Source: an optimization exercise on an open RTL-to-GDS flow (aim: small area). Production flows keep margins and buffers that such runs may drop. In this exercise RTL edits were held to simulation tests only and were not proved equivalent to the original.

## flow/design.v (module list and top-level ports; edited modules follow where they fit)
// module lane_xu: 2944 lines
module lane_xu (
    input  wire        clk,
    input  wire        rst,
    input  wire        start,
    input  wire [31:0] instr,
    input  wire [63:0] a,
    input  wire [3:0]  a_tag,
    input  wire [63:0] b,
    input  wire [3:0]  b_tag,
    output reg         done,
    output wire        illegal,
    output wire        taken,
    output wire [63:0] result,
    output wire [3:0]  tag
);
  // ...
==> flow/run.sh <==
#!/bin/bash
# synth_recipe.tcl (not shown) runs the flow's synth.tcl, then flattens the netlist and writes it again
# the make line also repeats each setting of config.mk as NAME=value (left out here)
make -C /OpenROAD-flow-scripts/flow DESIGN_CONFIG=/design/flow/config.mk WORK_HOME=/design/flow/orfs CLKGATE_MAP_FILE= SYNTH_SCRIPT=/design/flow/synth_recipe.tcl finish
==> flow/config.mk <==
export PLATFORM = sky130hd
export DESIGN_NAME = lane_xu
export DESIGN_NICKNAME = lane_xu
export VERILOG_FILES = /design/flow/design.v
export SDC_FILE = /design/flow/constraint.sdc
export NUM_CORES = 4
export LEC_CHECK = 0
export CAP_MARGIN = 40
export CORE_MARGIN = 2
export CORE_UTILIZATION = 30
export PLACE_DENSITY = 0.45
export SLEW_MARGIN = 20
==> flow/constraint.sdc <==
create_clock -name core_clock -period 14.0 [get_ports {clk}]
set_input_delay 2.8000 -clock core_clock [delete_from_list [all_inputs] [get_ports {clk}]]
set_output_delay 2.8000 -clock core_clock [all_outputs]
set_load 0.01 [all_outputs]
==> results by group, run 1 <==
Detailed routing
  • Vias/cell: 5.91
  • Detailed Route WL: 344 mm

Final layout
  • Clkbuf count: 36
  • Regs by FF count: acc (66), ra (64), rb (64)
  • Final std cells w/o fill: 10473
  • Non-Clock Buffer Count: 818

Placement
  • Placed Instance Area: 70300 µm²
  • HPWL after DPL: 265 mm
  • Placed cells: 10387
  • Port-buffer cells: 236

Hold path
  • Hold_sp: cnt[2]$_SDFFE_PP0P_

Setup path
  • Top delay family on crit path: adder cells
  • Reg2reg setup slack: 0.69 ns
  • CP most frequent cell: buf_4
  • Worst R2R Path Depth: 51

Synthesis
  • Xor/xnor share of the synthesized area: 0.143
  • Synth area leaders: fa_1, a22oi_1, xnor2_1, xor2_1, inv_1
  • EDFF count, synth: 90
  • Register area share after synthesis: 0.0880
  • Async set or reset register ratio after synthesis: 0
  • Count leader, synth: inv_1
  • Syn_area_per_cell: 8.08 µm²

GRT
  • M1 GR Usage: 0.437
  • Global-route wire length before repair: 478 mm
  • GRT busiest layer: met2
  • Total GRT Usage: 0.317

Floorplan
  • Chip height: 459 µm

Timing
  • Layout Skew: 0.0239 ns
  • Crit share post-route: 0.987
  • Peak Freq: 0.0724 GHz

Outcome
  • Outcome: no timing/DRC/antenna violations

Clocking
  • Clock tree buffer depth: 3

Flow run
  • Max-Cap Viols: 0
==> inputs of run 2 (changes only) <==
--- a/flow/design.v
+++ b/flow/design.v
@@ -68,129 +68,145 @@
     wire shi_ill   = (op == 6'h07) && (imm[7:6] == 2'b11);
     wire br_ill    = (op >= 6'h3E) && (fb != 5'd0);
     wire dec_ill   = !(is_alu || is_imm || is_branch) || alu_ill || shi_ill || br_ill;
     wire is_mul    = is_alu && !alu_ill && (fop >= 5'h0E) && (fop <= 5'h10);
     wire is_div    = is_alu && !alu_ill && (fop >= 5'h11) && (fop <= 5'h14);
     wire iw        = is_alu && func[10];
     wire i_sgn = is_alu ? (fop == 5'h07 || fop == 5'h08 || fop == 5'h0A || fop == 5'h0B ||
                            fop == 5'h0F || fop == 5'h11 || fop == 5'h13)
-               : is_imm ? (op == 6'h05)
+               : is_imm ? (op == 6'h05 || (op == 6'h07 && imm[7:6] == 2'b10))
                : (op == 6'h3A || op == 6'h3B);
     wire [63:0] xa = iw ? {{32{i_sgn & a[31]}}, a[31:0]} : a;
     wire [63:0] xb = iw ? {{32{i_sgn & b[31]}}, b[31:0]} : b;
     wire        a_neg = i_sgn & xa[63];
     wire [63:0] simm = {{48{imm[15]}}, imm};
+    wire        is_sh  = (is_alu && (fop == 5'h05 || fop == 5'h06 || fop == 5'h07)) ||
+                         (op == 6'h07);
+    wire        sh_l   = is_alu ? (fop == 5'h05) : (imm[7:6] == 2'b00);
+    wire [5:0]  shamt  = is_alu ? {b[5] & ~iw, b[4:0]} : imm[5:0];
+    wire        sfill  = i_sgn & xa[63];
+    reg  [63:0] sh_a;
+    always @(*) begin
+        case ({sh_l, shamt[5:4]})
+            3'b100: sh_a = xa;
+            3'b101: sh_a = {xa[47:0], 16'd0};
+            3'b110: sh_a = {xa[31:0], 32'd0};
+            3'b111: sh_a = {xa[15:0], 48'd0};
+            3'b000: sh_a = xa;
+            3'b001: sh_a = {{16{sfill}}, xa[63:16]};
+            3'b010: sh_a = {{32{sfill}}, xa[63:32]};
+            default: sh_a = {{48{sfill}}, xa[63:48]};
+        endcase
+    end
+    wire [20:0] sh_m = sh_l ? (21'd1 << shamt[3:0]) : (21'h100000 >> shamt[3:0]);
     reg [63:0] ld_a;     
     always @(*) begin
-        if (is_imm) begin
+        if (is_sh)
+            ld_a = sh_a;
+        else if (is_imm) begin
             case (op[3:0])
                 4'h2, 4'h3, 4'h4, 4'h7: ld_a = {48'd0, imm};
                 4'h8:                   ld_a = {simm[47:0], 16'd0};
                 default:                ld_a = simm;
             endcase
         end else
             ld_a = xb;
     end
-    wire [63:0] ld_b = (is_div && a_neg) ? (64'd0 - xa) : xa;    
-    localparam OS_SUM = 3'd0, OS_LOG = 3'd1, OS_SH = 3'd2, OS_MLO = 3'd3, OS_MHI = 3'd4;
+    wire [63:0] ld_b = is_sh ? {43'd0, sh_m} : xa;    
+    localparam OS_SUM = 3'd0, OS_LOG = 3'd1, OS_HI = 3'd2, OS_MLO = 3'd3, OS_MH32 = 3'd4;
     reg [2:0] i_os;
     reg [3:0] i_tt;       
     reg       i_sub, i_mm, i_mx, i_slt;
-    reg [1:0] i_sht;
     always @(*) begin
         i_os = OS_LOG; i_tt = 4'b0000; i_sub = 1'b1; i_mm = 1'b0; i_mx = 1'b0;
-        i_slt = 1'b0; i_sht = 2'b00;
+        i_slt = 1'b0;
         if (is_alu) begin
             case (fop)
                 5'h00: begin i_os = OS_SUM; i_sub = 1'b0; end
                 5'h01: i_os = OS_SUM;
                 5'h02: i_tt = 4'b1000;
                 5'h03: i_tt = 4'b1110;
                 5'h04: i_tt = 4'b0110;
-                5'h05: begin i_os = OS_SH; i_sht = 2'b11; end
-                5'h06: begin i_os = OS_SH; i_sht = 2'b00; end
-                5'h07: begin i_os = OS_SH; i_sht = 2'b10; end
+                5'h05: i_os = OS_SUM;
+                5'h06, 5'h07: i_os = OS_HI;
                 5'h08, 5'h09: i_slt = 1'b1;
                 5'h0A, 5'h0C: i_mm = 1'b1;
                 5'h0B, 5'h0D: begin i_mm = 1'b1; i_mx = 1'b1; end
                 5'h0E: i_os = OS_MLO;
-                5'h0F, 5'h10: i_os = OS_MHI;
+                5'h0F, 5'h10: i_os = func[10] ? OS_MH32 : OS_HI;
                 default: i_os = OS_SUM;
             endcase
         end else begin
             case (op[3:0])
                 4'h1: begin i_os = OS_SUM; i_sub = 1'b0; end
                 4'h2: i_tt = 4'b1000;
                 4'h3: i_tt = 4'b1110;
                 4'h4: i_tt = 4'b0110;
                 4'h5, 4'h6: i_slt = 1'b1;
-                4'h7: begin i_os = OS_SH; i_sht = (imm[7:6] == 2'b00) ? 2'b11 : imm[7:6]; end
+                4'h7: i_os = (imm[7:6] == 2'b00) ? OS_SUM : OS_HI;
                 default: i_tt = 4'b1010;      
             endcase
         end
     end
     reg [63:0] ra, rb;
     reg [65:0] acc;
     reg        bprev;
     reg [5:0]  cnt;
-    reg        k_mul, k_div, k_rem, k_br, w_r, sgn_r, sub_r, mm_r, mx_r, slt_r, dneg_r, ill_r;
+    reg        first, k_sh, k_mul, k_div, k_rem, k_br, w_r, sgn_r, sub_r, mm_r, mx_r, slt_r, dneg_r, ill_r;
     reg [2:0]  os_r, brt_r;
     reg [3:0]  tt_r, tag_r;
-    reg [1:0]  sht_r;
     wire [87:0] S;        
     wire [66:0] R2;       
-    wire fin   = (cnt == 6'd1);
-    wire iter  = k_div && (cnt[5:1] != 5'd0);
-    wire slot2 = (cnt == 6'd0);
+    reg  slot2;                           
+    wire iter  = k_div && !first && !slot2;
     wire        aext = sgn_r & ra[63];
     wire [66:0] ax   = {{3{aext}}, ra};
     wire [66:0] ax2  = {ax[65:0], 1'b0};
     wire        dneg_d = aext;            
     wire        dz     = (ra == 64'd0);   
     wire        bext = sgn_r & rb[19];
-    wire [22:0] bb   = {slot2 ? {2{bext}} : rb[21:20], rb[19:0], bprev};
+    wire [22:0] bb   = {(k_mul && slot2) ? {2{bext}} : rb[21:20], rb[19:0], bprev};
     reg  [10:0] bone, btwo, bneg;
     wire        r_neg = acc[65];          
     wire        n1 = w_r ? rb[31] : rb[63];
     wire        n0 = w_r ? rb[30] : rb[62];
     integer j;
     always @(*) begin
         for (j = 0; j < 11; j = j + 1) begin
             bone[j] = bb[2*j] ^ bb[2*j+1];
             btwo[j] = (bb[2*j+2] & ~bb[2*j+1] & ~bb[2*j]) | (~bb[2*j+2] & bb[2*j+1] & bb[2*j]);
             bneg[j] = bb[2*j+2];
         end
-        if (!k_mul) begin
+        if (!(k_mul || k_sh)) begin
             bone = 11'd0; btwo = 11'd0; bneg = 11'd0;
             if (!k_div) begin                  
                 bone[0] = 1'b1; bneg[0] = sub_r;
             end else if (iter) begin           
                 bone[0] = 1'b1; bneg[0] = ~(r_neg ^ dneg_d);
-            end else if (fin && k_rem) begin   
+            end else if (slot2 && k_rem) begin   
                 bone[0] = r_neg; bneg[0] = dneg_d ^ dneg_r;
             end
         end
     end
     wire [66:0] pp0  = ({67{bone[0]}}  & ax | {67{btwo[0]}}  & ax2) ^ {67{bneg[0]}};
     wire [66:0] pp1  = ({67{bone[1]}}  & ax | {67{btwo[1]}}  & ax2) ^ {67{bneg[1]}};
     wire [66:0] pp2  = ({67{bone[2]}}  & ax | {67{btwo[2]}}  & ax2) ^ {67{bneg[2]}};
     wire [66:0] pp3  = ({67{bone[3]}}  & ax | {67{btwo[3]}}  & ax2) ^ {67{bneg[3]}};
     wire [66:0] pp4  = ({67{bone[4]}}  & ax | {67{btwo[4]}}  & ax2) ^ {67{bneg[4]}};
     wire [66:0] pp5  = ({67{bone[5]}}  & ax | {67{btwo[5]}}  & ax2) ^ {67{bneg[5]}};
     wire [66:0] pp6  = ({67{bone[6]}}  & ax | {67{btwo[6]}}  & ax2) ^ {67{bneg[6]}};
     wire [66:0] pp7  = ({67{bone[7]}}  & ax | {67{btwo[7]}}  & ax2) ^ {67{bneg[7]}};
     wire [66:0] pp8  = ({67{bone[8]}}  & ax | {67{btwo[8]}}  & ax2) ^ {67{bneg[8]}};
     wire [66:0] pp9  = ({67{bone[9]}}  & ax | {67{btwo[9]}}  & ax2) ^ {67{bneg[9]}};
     wire [66:0] pp10 = ({67{bone[10]}} & ax | {67{btwo[10]}} & ax2) ^ {67{bneg[10]}};
-    wire        sel_rb  = !k_mul && (!k_div || (fin && !k_rem));
-    wire        sel_sh  = iter;
-    wire        inv_row = k_div && fin && (k_rem ? dneg_r : (dneg_r ^ dneg_d));
+    wire        sel_rb  = !k_mul && !k_sh && (!k_div || first || (slot2 && !k_rem));
+    wire        inv_row = k_div && ((first || (slot2 && k_rem)) ? dneg_r : (slot2 && (dneg_r ^ dneg_d)));
     wire [66:0] arow_r  = sel_rb ? {{3{sgn_r & rb[63] & !k_div}}, rb}
-                        : sel_sh ? {acc, n1}
+                        : iter ? {acc, n1}
                         : {acc[65], acc};
     wire [66:0] arow    = arow_r ^ {67{inv_row}};
     wire        cin0    = inv_row;
     wire        r1_neg = S[66];
     wire        dsub2  = ~(r1_neg ^ dneg_d);
     wire [66:0] dx2    = {S[65:0], n0};
     wire [66:0] dy2    = ax ^ {67{dsub2}};
     wire        q1     = ~r1_neg & ~dz;
@@ -2856,35 +2872,24 @@
 assign R2[65] = (dvb_p[65] ^ dvb_c[64]);
 assign R2[66] = (dvb_p[66] ^ dvb_c[65]);
     wire        lt  = S[66];                  
     wire        eq  = (S[63:0] == 64'd0);
     wire [3:0]  tt  = mm_r ? (((lt ^ mx_r)) ? 4'b1100 : 4'b1010) : tt_r;
     wire [63:0] lg  = (~rb & ~ra & {64{tt[0]}}) | (~rb & ra & {64{tt[1]}}) |
                       (rb & ~ra & {64{tt[2]}}) | (rb & ra & {64{tt[3]}});
     wire [63:0] lgs = {lg[63:1], lg[0] | (slt_r & lt)};
-    wire [5:0]  sha = {ra[5] & ~w_r, ra[4:0]};
-    wire        shl = sht_r[0] & sht_r[1];
-    wire        sfill = (sht_r == 2'b10) & rb[63];
-    reg  [63:0] shx, shy, shr;
-    integer k;
-    always @(*) begin
-        for (k = 0; k < 64; k = k + 1) shx[k] = shl ? rb[63-k] : rb[k];
-        shy = $signed({sfill, shx}) >>> sha;
-        for (k = 0; k < 64; k = k + 1) shr[k] = shl ? shy[63-k] : shy[k];
-    end
     wire [63:0] mlo = {S[19:0], rb[63:20]};
-    wire [63:0] mhi = w_r ? {32'd0, mlo[63:32]} : S[83:20];
     reg [63:0] res;
     always @(*) begin
         case (os_r)
             OS_SUM:  res = S[63:0];
-            OS_SH:   res = shr;
+            OS_HI:   res = S[83:20];
             OS_MLO:  res = mlo;
-            OS_MHI:  res = mhi;
+            OS_MH32: res = {32'd0, mlo[63:32]};
             default: res = lgs;
         endcase
     end
     assign result  = w_r ? {{32{res[31]}}, res[31:0]} : res;
     assign tag     = (k_div && dz) ? BAD_CHANNEL_FAULT : tag_r;
     assign illegal = ill_r;
     reg tk;
     always @(*) begin
@@ -2896,49 +2901,53 @@
             3'h6: tk = tag_r[3];
             default: tk = !tag_r[3];
         endcase
     end
     assign taken = tk;
     wire one_cycle = dec_ill || !(is_mul || is_div);
     always @(posedge clk) begin
         if (rst) begin
-            done <= 1'b0;
-            cnt  <= 6'd0;
+            done  <= 1'b0;
+            cnt   <= 6'd0;
+            slot2 <= 1'b1;
         end else begin
-            done <= (start && one_cycle) || fin;
+            slot2 <= start ? one_cycle : (cnt[5:1] == 5'd0);
+            done <= (start && one_cycle) || (cnt == 6'd1);
             if (start)
                 cnt <= one_cycle ? 6'd0 : is_mul ? 6'd2 : iw ? 6'd17 : 6'd33;
             else if (cnt != 6'd0)
                 cnt <= cnt - 6'd1;
         end
     end
     always @(posedge clk) begin
         if (start) begin
             ra     <= ld_a;
             rb     <= ld_b;
             acc    <= 66'd0;
             bprev  <= 1'b0;
+            first  <= is_div && !dec_ill;
             k_mul  <= is_mul && !dec_ill;
+            k_sh   <= is_sh && !dec_ill;
             k_div  <= is_div && !dec_ill;
             k_rem  <= (fop == 5'h13) || (fop == 5'h14);
             k_br   <= is_branch;
             w_r    <= iw;
             sgn_r  <= i_sgn;
             sub_r  <= i_sub;
             mm_r   <= i_mm;
             mx_r   <= i_mx;
             slt_r  <= i_slt;
-            sht_r  <= i_sht;
             os_r   <= i_os;
             tt_r   <= i_tt;
             brt_r  <= op[2:0];
             dneg_r <= a_neg;
             ill_r  <= dec_ill;
             tag_r  <= is_branch ? a_tag : is_imm ? ((op == 6'h08) ? GOOD : propagate1(a_tag))
                                         : propagate2(a_tag, b_tag);
         end else begin
+            first  <= 1'b0;
             bprev  <= rb[21];
-            rb     <= k_div ? {rb[61:0], q1, q0} : {S[21:0], rb[63:22]};
-            acc    <= k_mul ? S[87:22] : iter ? R2[65:0] : S[65:0];
+            rb     <= !k_div ? {S[21:0], rb[63:22]} : first ? S[63:0] : {rb[61:0], q1, q0};
+            acc    <= k_mul ? S[87:22] : iter ? R2[65:0] : 66'd0;
         end
     end
 endmodule
==> flow/flow/run.sh (new file) <==
#!/bin/bash
# Own layout flow: the standard synthesis, then flow/fixnet.py on the
# synthesized netlist (removes ABC's fanout buffers and the inverters that
# extract_fa leaves between full adders, choosing each full adder's polarity),
# then the standard ORFS flow from floorplan to finish with single-size
# (buf_1) port buffers.
set -euo pipefail
res=orfs/results/${FLOW_PLATFORM}/lane_xu/base
bash standard.sh synth > log_synth.txt 2>&1
cp $res/1_2_yosys.v $res/1_2_yosys.orig.v
python3 flow/fixnet.py $res/1_2_yosys.orig.v $res/1_2_yosys.v > log_fixnet.txt 2>&1
rm -f $res/1_synth.odb $res/1_synth.sdc
bash standard.sh synth > log_synth_odb.txt 2>&1
bash standard.sh "BUFFER_PORTS_ARGS=-buffer_cell sky130_fd_sc_hd__buf_1" finish > log_finish.txt 2>&1
==> flow/flow/fixnet.py (new file) <==
#!/usr/bin/env python3
"""Netlist clean-up between synthesis and floorplan.

Yosys's extract_fa leaves many inverters between full-adder cells, and ABC
leaves fanout buffers that the resizer redoes anyway. A full adder is
self-dual (inverting all three inputs inverts both outputs), so each full
adder may be used in either polarity. This script removes the buffers and
inverters (except those that drive output ports), picks a polarity for each
full adder by local search to need as few inverters as possible, and puts
back one inverter per net whose inverted value is still needed. The logic
function of every register input and output port is unchanged.

usage: fixnet.py IN.v OUT.v
"""
import re
import sys

CELL_RE = re.compile(r'^\s+(sky130_fd_sc_hd__\w+)\s+(\S+)\s*\((.*?)\);', re.S | re.M)
PIN_RE = re.compile(r'\.(\w+)\(([^()]*)\)')
OUT_PINS = {'X', 'Y', 'Q', 'Q_N', 'SUM', 'COUT', 'HI', 'LO'}


def main(src, dst):
    text = open(src).read()
    m = re.search(r'^\s+sky130_fd_sc_hd__', text, re.M)
    head = text[:m.start()]
    tail_i = text.rindex('endmodule')
    cells = []
    for typ, name, body in CELL_RE.findall(text):
        pins = [(p, n.strip()) for p, n in PIN_RE.findall(body)]
        cells.append([typ, name, pins])

    # ports
    outports = set()
    for decl in re.findall(r'^\s*output\s+(?:\[(\d+):(\d+)\]\s+)?(\w+);', head, re.M):
        hi, lo, nm = decl
        if hi:
            for i in range(int(lo), int(hi) + 1):
                outports.add('%s[%d]' % (nm, i))
        else:
            outports.add(nm)

    def kind(typ):
        base = typ[len('sky130_fd_sc_hd__'):]
        if re.match(r'(clk)?inv_\d+$', base):
            return 'inv'
        if re.match(r'(clk)?buf_\d+$', base):
            return 'buf'
        if re.match(r'fa_\d+$', base):
            return 'fa'
        if re.match(r'x(n)?or2_\d+$', base):
            return 'xor'
        return 'other'

    driver = {}
    for ci, (typ, name, pins) in enumerate(cells):
        for p, n in pins:
            if p in OUT_PINS:
                driver[n] = (ci, p)

    removable = set()
    for ci, (typ, name, pins) in enumerate(cells):
        k = kind(typ)
        if k in ('inv', 'buf'):
            d = dict(pins)
            if d.get('X', d.get('Y')) not in outports:
                removable.add(ci)

    canon = {}

    def resolve(n):
        # (base net, polarity) of net n
        if n in canon:
            return canon[n]
        d = driver.get(n)
        if d is None or d[0] not in removable:
            r = (n, 0)
        else:
            typ, name, pins = cells[d[0]]
            a = dict(pins)['A']
            b, p = resolve(a)
            r = (b, p ^ (1 if kind(typ) == 'inv' else 0))
        canon[n] = r
        return r

    fa_ids = [ci for ci, c in enumerate(cells) if kind(c[0]) == 'fa']
    xor_ids = [ci for ci, c in enumerate(cells) if kind(c[0]) == 'xor']
    flip = {ci: 0 for ci in fa_ids + xor_ids}
    fixed = set()
    for ci in fa_ids + xor_ids:
        for p, n in cells[ci][2]:
            if p in ('SUM', 'COUT', 'X', 'Y') and n in outports:
                fixed.add(ci)

    # consumers: (cell, pin index, base, logical polarity)
    cons = {}      # base -> list of (ci, pol)
    uses = []      # list of (ci, pin index, base, pol)
    for ci, (typ, name, pins) in enumerate(cells):
        if ci in removable:
            continue
        for pi, (p, n) in enumerate(pins):
            if p in OUT_PINS or p == 'CLK':
                continue
            if n not in driver and not n.startswith('_') and not n.startswith('\\'):
                # port or constant: base itself
                pass
            b, pol = resolve(n)
            uses.append((ci, pi, b, pol))
            cons.setdefault(b, []).append((ci, pol))
    # output ports also consume their net in true polarity; they are driven
    # by kept cells, so nothing to do.

    fa_drv = {}    # base net -> fa or xor cell
    for ci in fa_ids + xor_ids:
        for p, n in cells[ci][2]:
            if p in ('SUM', 'COUT', 'X', 'Y'):
                fa_drv[n] = ci
    fa_set = set(fa_ids)
    fa_in = {ci: [] for ci in fa_ids + xor_ids}
    for ci, pi, b, pol in uses:
        if ci in fa_set:
            fa_in[ci].append(b)

    def need(b, ci, pol):
        v = pol
        d = fa_drv.get(b)
        if d is not None:
            v ^= flip[d]
        if ci in fa_set:
            v ^= flip[ci]
        return v

    def cost(b):
        return 1 if any(need(b, ci, pol) for ci, pol in cons.get(b, ())) else 0

    def affected(ci):
        s = set(fa_in[ci])
        for p, n in cells[ci][2]:
            if p in ('SUM', 'COUT', 'X', 'Y'):
                s.add(n)
        return s

    import random
    movable = [ci for ci in fa_ids + xor_ids if ci not in fixed]
    start_total = sum(cost(b) for b in cons)

    def descend():
        improved = True
        passes = 0
        while improved and passes < 50:
            improved = False
            passes += 1
            for ci in movable:
                nets = affected(ci)
                before = sum(cost(b) for b in nets)
                flip[ci] ^= 1
                after = sum(cost(b) for b in nets)
                if after < before:
                    improved = True
                elif after > before or random.random() < 0.5:
                    flip[ci] ^= 1
        return sum(cost(b) for b in cons)

    random.seed(1)
    total = descend()
    best = dict(flip)
    best_total = total
    for it in range(30):
        # perturb: flip a random tenth of the cells, then descend again
        for ci in random.sample(movable, max(1, len(movable) // 10)):
            flip[ci] ^= 1
        t = descend()
        if t < best_total:
            best_total = t
            best = dict(flip)
        else:
            flip.update(best)
    flip.update(best)
    total = best_total
    passes = 0

    # rewrite
    newinv = {}
    extra_wires = []
    out_cells = []
    for ci, (typ, name, pins) in enumerate(cells):
        if ci in removable:
            continue
    pin_net = {}
    for ci, pi, b, pol in uses:
        if need(b, ci, pol):
            if b not in newinv:
                k = len(newinv)
                newinv[b] = '_fxn%d_' % k
                extra_wires.append(newinv[b])
            pin_net[(ci, pi)] = newinv[b]
        else:
            pin_net[(ci, pi)] = b

    def fmt(typ, name, pins):
        s = '  %s %s (\n' % (typ, name)
        s += ',\n'.join('    .%s(%s%s)' % (p, n, ' ' if n.startswith('\\') else '') for p, n in pins)
        return s + '\n  );\n'

    body = []
    for ci, (typ, name, pins) in enumerate(cells):
        if ci in removable:
            continue
        if ci in flip and ci not in fa_set and flip[ci]:
            typ = typ.replace('xnor2', 'XOR2T') if 'xnor2' in typ else typ.replace('xor2', 'xnor2')
            typ = typ.replace('XOR2T', 'xor2')
            opin = 'X' if 'xor2' in typ and 'xnor2' not in typ else 'Y'
            pins = [((opin if p in ('X', 'Y') else p), n) for p, n in pins]
        np = []
        for pi, (p, n) in enumerate(pins):
            np.append((p, pin_net.get((ci, pi), n)))
        body.append(fmt(typ, name, np))
    for k, (b, nn) in enumerate(newinv.items()):
        body.append(fmt('sky130_fd_sc_hd__inv_1', '_fxi%d_' % k, [('A', b), ('Y', nn)]))
    decl = ''.join('  wire %s;\n' % w for w in extra_wires)
    with open(dst, 'w') as f:
        f.write(head + decl + ''.join(body) + text[tail_i:])
    n_inv = sum(1 for ci in removable if kind(cells[ci][0]) == 'inv')
    n_buf = len(removable) - n_inv
    sys.stderr.write('fixnet: removed %d inverters and %d buffers, added %d inverters; '
                     '%d of %d full adders and xors flipped (%d -> %d, %d passes)\n'
                     % (n_inv, n_buf, len(newinv), sum(flip.values()), len(flip),
                        start_total, total, passes))


if __name__ == '__main__':
    main(sys.argv[1], sys.argv[2])
==> flow/standard.sh (new file) <==
#!/bin/bash
# synth_recipe.tcl (not shown) runs the flow's synth.tcl, then flattens the netlist and writes it again
# the make line also repeats each setting of config.mk as NAME=value (left out here)
make -C /OpenROAD-flow-scripts/flow DESIGN_CONFIG=/design/flow/config.mk WORK_HOME=/design/flow/orfs CLKGATE_MAP_FILE= SYNTH_SCRIPT=/design/flow/synth_recipe.tcl "${@:-finish}"
==> flow/config.mk (replaced) <==
export PLATFORM = sky130hd
export DESIGN_NAME = lane_xu
export DESIGN_NICKNAME = lane_xu
export VERILOG_FILES = /design/flow/design.v
export SDC_FILE = /design/flow/constraint.sdc
export NUM_CORES = 4
export LEC_CHECK = 0
export CAP_MARGIN = 20
export CORE_MARGIN = 2
export CORE_UTILIZATION = 40
export PLACE_DENSITY = 0.55
export SLEW_MARGIN = 20
removed: flow/run.sh
==> results by group, run 2 <==
Final layout
  • Largest Register: acc
  • Filler Cell Count: 13165
  • Final net count: 7770
  • Share of layout cells above drive strength 1: 0.0974
  • Register area: 5480 µm²
  • Multi-input gate area: 47100 µm²
  • Most common cell after layout, fill and taps aside: a22oi_1
  • Area Growth Syn to Fin: 15.7%
  • Max FFs per register: 66
  • Regs by FF count: acc (66), ra (64), rb (64)
  • Most frequent cells in the layout: a22oi_1, fa_1, xor2_1

Floorplan
  • Die area: 135000 µm²
  • Core area: 131000 µm²
  • Chip height: 368 µm (-20%)
  • I/O pin count: 242
  • Die width: 368 µm
  • Rows: 133
  • Initial Util: 0.403

Timing
  • Peak Freq: 0.0726 GHz (+0.26%)
  • Final setup viols: 0
  • Crit share post-route: 0.984 (-0.00255)
  • Layout Skew: 0.0245 ns (+0.000607 ns)
  • Worst Hold Slack: 0.579 ns
  • Fin. max-slew vios: 0
  • Slew @ Worst Pin: 1.17 ns
  • Fin. Hold Viols: 0
  • Relative slew slack: 0.209
  • Tmin final: 13.78 ns
  • RSZ-0062 raised after global routing: no

Detailed routing
  • Pre-Repair DR Iteration Count: 7
  • Final ANT Viol Nets: 0
  • Wire length per cell: 33.4 µm
  • Vias: 55551
  • DRC viols: 0
  • Initial drt markers: 8295
  • Vias/cell: 6.59 (+12%)
  • Detailed Route WL: 282 mm (-18%)

Placement
  • Port-buffer cells: 236 (unchanged)
  • HPWL after DPL: 209 mm (-21%)
  • Routability-driven placement congestion ratio: 1.03

Setup path
  • Critical Path Start Type: register
  • CP most frequent cell: fa_1
  • Worst r2r src: rb[11]$_DFF_P_
  • Critical Path Stages: 33
  • Maximum fanout along the worst path: 40
  • WS Path Type: reg2out
  • Worst flop-to-flop path endpoint: acc[64]$_SDFF_PP0_
  • Top delay family on crit path: adder cells
  • Worst path required time: 11.20 ns
  • Reg2reg setup slack: 0.93 ns (+0.24 ns)
  • Worst setup path end: result[12]
  • WP data arrival: 10.98 ns
  • Critical Path Start: rb[11]$_DFF_P_
  • Buf+Inv Stages, Crit Path: 7
  • Critical path endpoint category: primary output
  • Worst R2R Path Depth: 45 (-12%)
  • Max stage delay on crit path: 0.76 ns
  • CP max-delay cell: dfxtp_1

Clocking
  • Clock Tree Root: clkbuf_16
  • Worst-skew pair later-pin latency: 0.58 ns
  • Clk sinks: 229
  • CTS clk-pin slew, worst paths: 0.06 ns
  • H-tree depth: 2
  • Total CTS buffers: 34
  • CTS tree: done
  • CTS hold repair buffers: 0
  • Clock tree buffer depth: 3 (unchanged)

GRT
  • Initial antenna violation count: 18
  • Largest net degree at the start of global routing: 87
  • Global-route wire length before repair: 401 mm (-16%)
  • Vias in the first global route: 54341
  • Grt total ovfl: 0
  • Total GRT Usage: 0.407 (+0.0891)

Synthesis
  • Mapped Area: 53000 µm²
  • Mapped Nets: 7134
  • Yosys warnings: 1
  • Synth Instances: 6004
  • Syn_area_per_cell: 8.82 µm² (+9.2%)

Hold path
  • Tightest Hold Check Type: reg2reg
  • Hold_sp: cnt[2]$_SDFFE_PP0P_

Outcome
  • Outcome: no timing/DRC/antenna violations

Flow run
  • Max-Cap Viols: 0 (unchanged)
run 2: how the worst min path moves through the flow:
stage                                to  slack [ns]  depth (start not counted)
floorplan              bprev$_SDFF_PP0_        0.53                          2
global placement    cnt[2]$_SDFFE_PP0P_        0.58                          2
detailed placement  cnt[2]$_SDFFE_PP0P_        0.57                          2
CTS                 cnt[2]$_SDFFE_PP0P_        0.59                          2
global route        cnt[3]$_SDFFE_PP0P_        0.64                          2
finish              cnt[2]$_SDFFE_PP0P_        0.58                          2
run 2: cell type report:
| class | count | area share |
|---|---|---|
| clock buffer | 45 | 0.0151 |
| multi-input combinational | 5402 | 0.768 |
| sequential | 229 | 0.0894 |
| inverter | 374 | 0.0230 |
| antenna | 5 | 0.000204 |
| timing repair buffer | 599 | 0.0649 |
| tap | 1755 | 0.0358 |
| clock inverter | 17 | 0.00329 |
run 2: repair_timing:
action | 4_1_cts | 5_1_grt
setup endpoints to repair | 0 | 43
gates resized for setup | 0 | 6
buffers inserted | 0 | 13
run 2: metrics by stage:
stage / cells / utilization / setup WS (ns) / TNS (ns) / instance area [µm²]
4_1_cts: 8405 / 0.464 / 0.143 / 0 / 61100
5_1_grt: 8423 / 0.466 / 0.00599 / 0 / 61300
6_report: 8426 / 0.466 / 0.219 / 0 / 61300
3_5_place_dp: 8343 / 0.456 / 0.754 / 0 / 59900
3_3_place_gp: 8342 / 0.456 / 0.850 / 0 / 59900
2_1_floorplan: 6004 / - / -3.17 / -339.16 / 53600
run 2: worst register-to-register path, delay by kind of cell (launching register included):
family                     cells  cell delay [ns]
adders and majority gates      9             4.20
AOI/OAI and AO/OA             14             3.21
and+or+nand+nor                9             2.19
buffers and inverters          9             1.58
xor gates and xnor gates       4             1.02
DFF                            1             0.76
run 2: per-layer routing:
layer	global-route usage	routed length, µm
met1	0.549	110000
met2	0.591	118000
met3	0.119	36600
met4	0.200	17300
met5	0.000712	57

## separate check: timing with driven ports
No port has a modelled driver above. Below, the same layouts with a new extraction and two added sets of constraints. Step 1 assumes that a clkbuf_16 drives the clock port and a buf_2 every other input. Step 2 times the ports against the registers' clock, not the clock port: input delays grow and output delays shrink by t, the midpoint of the rising clock arrivals with the driver on. a / b / c = ideal ports / drivers / drivers and shift; a / b = the first two.
run | t, ns | setup WS [ns] | worst hold slack (ns) | worst slew at a driven data input, ns | cell pins on the clock port's net
run 1 | 0.692 | 0.184 / 0.115 / 0.689 | 0.586 / 0.586 / 0.586 | 0.11 | 1
run 2 | 0.641 | 0.219 / 0.145 / 0.787 | 0.579 / 0.579 / 0.579 | 0.11 | 1
After both steps setup and hold are still met in every run listed.
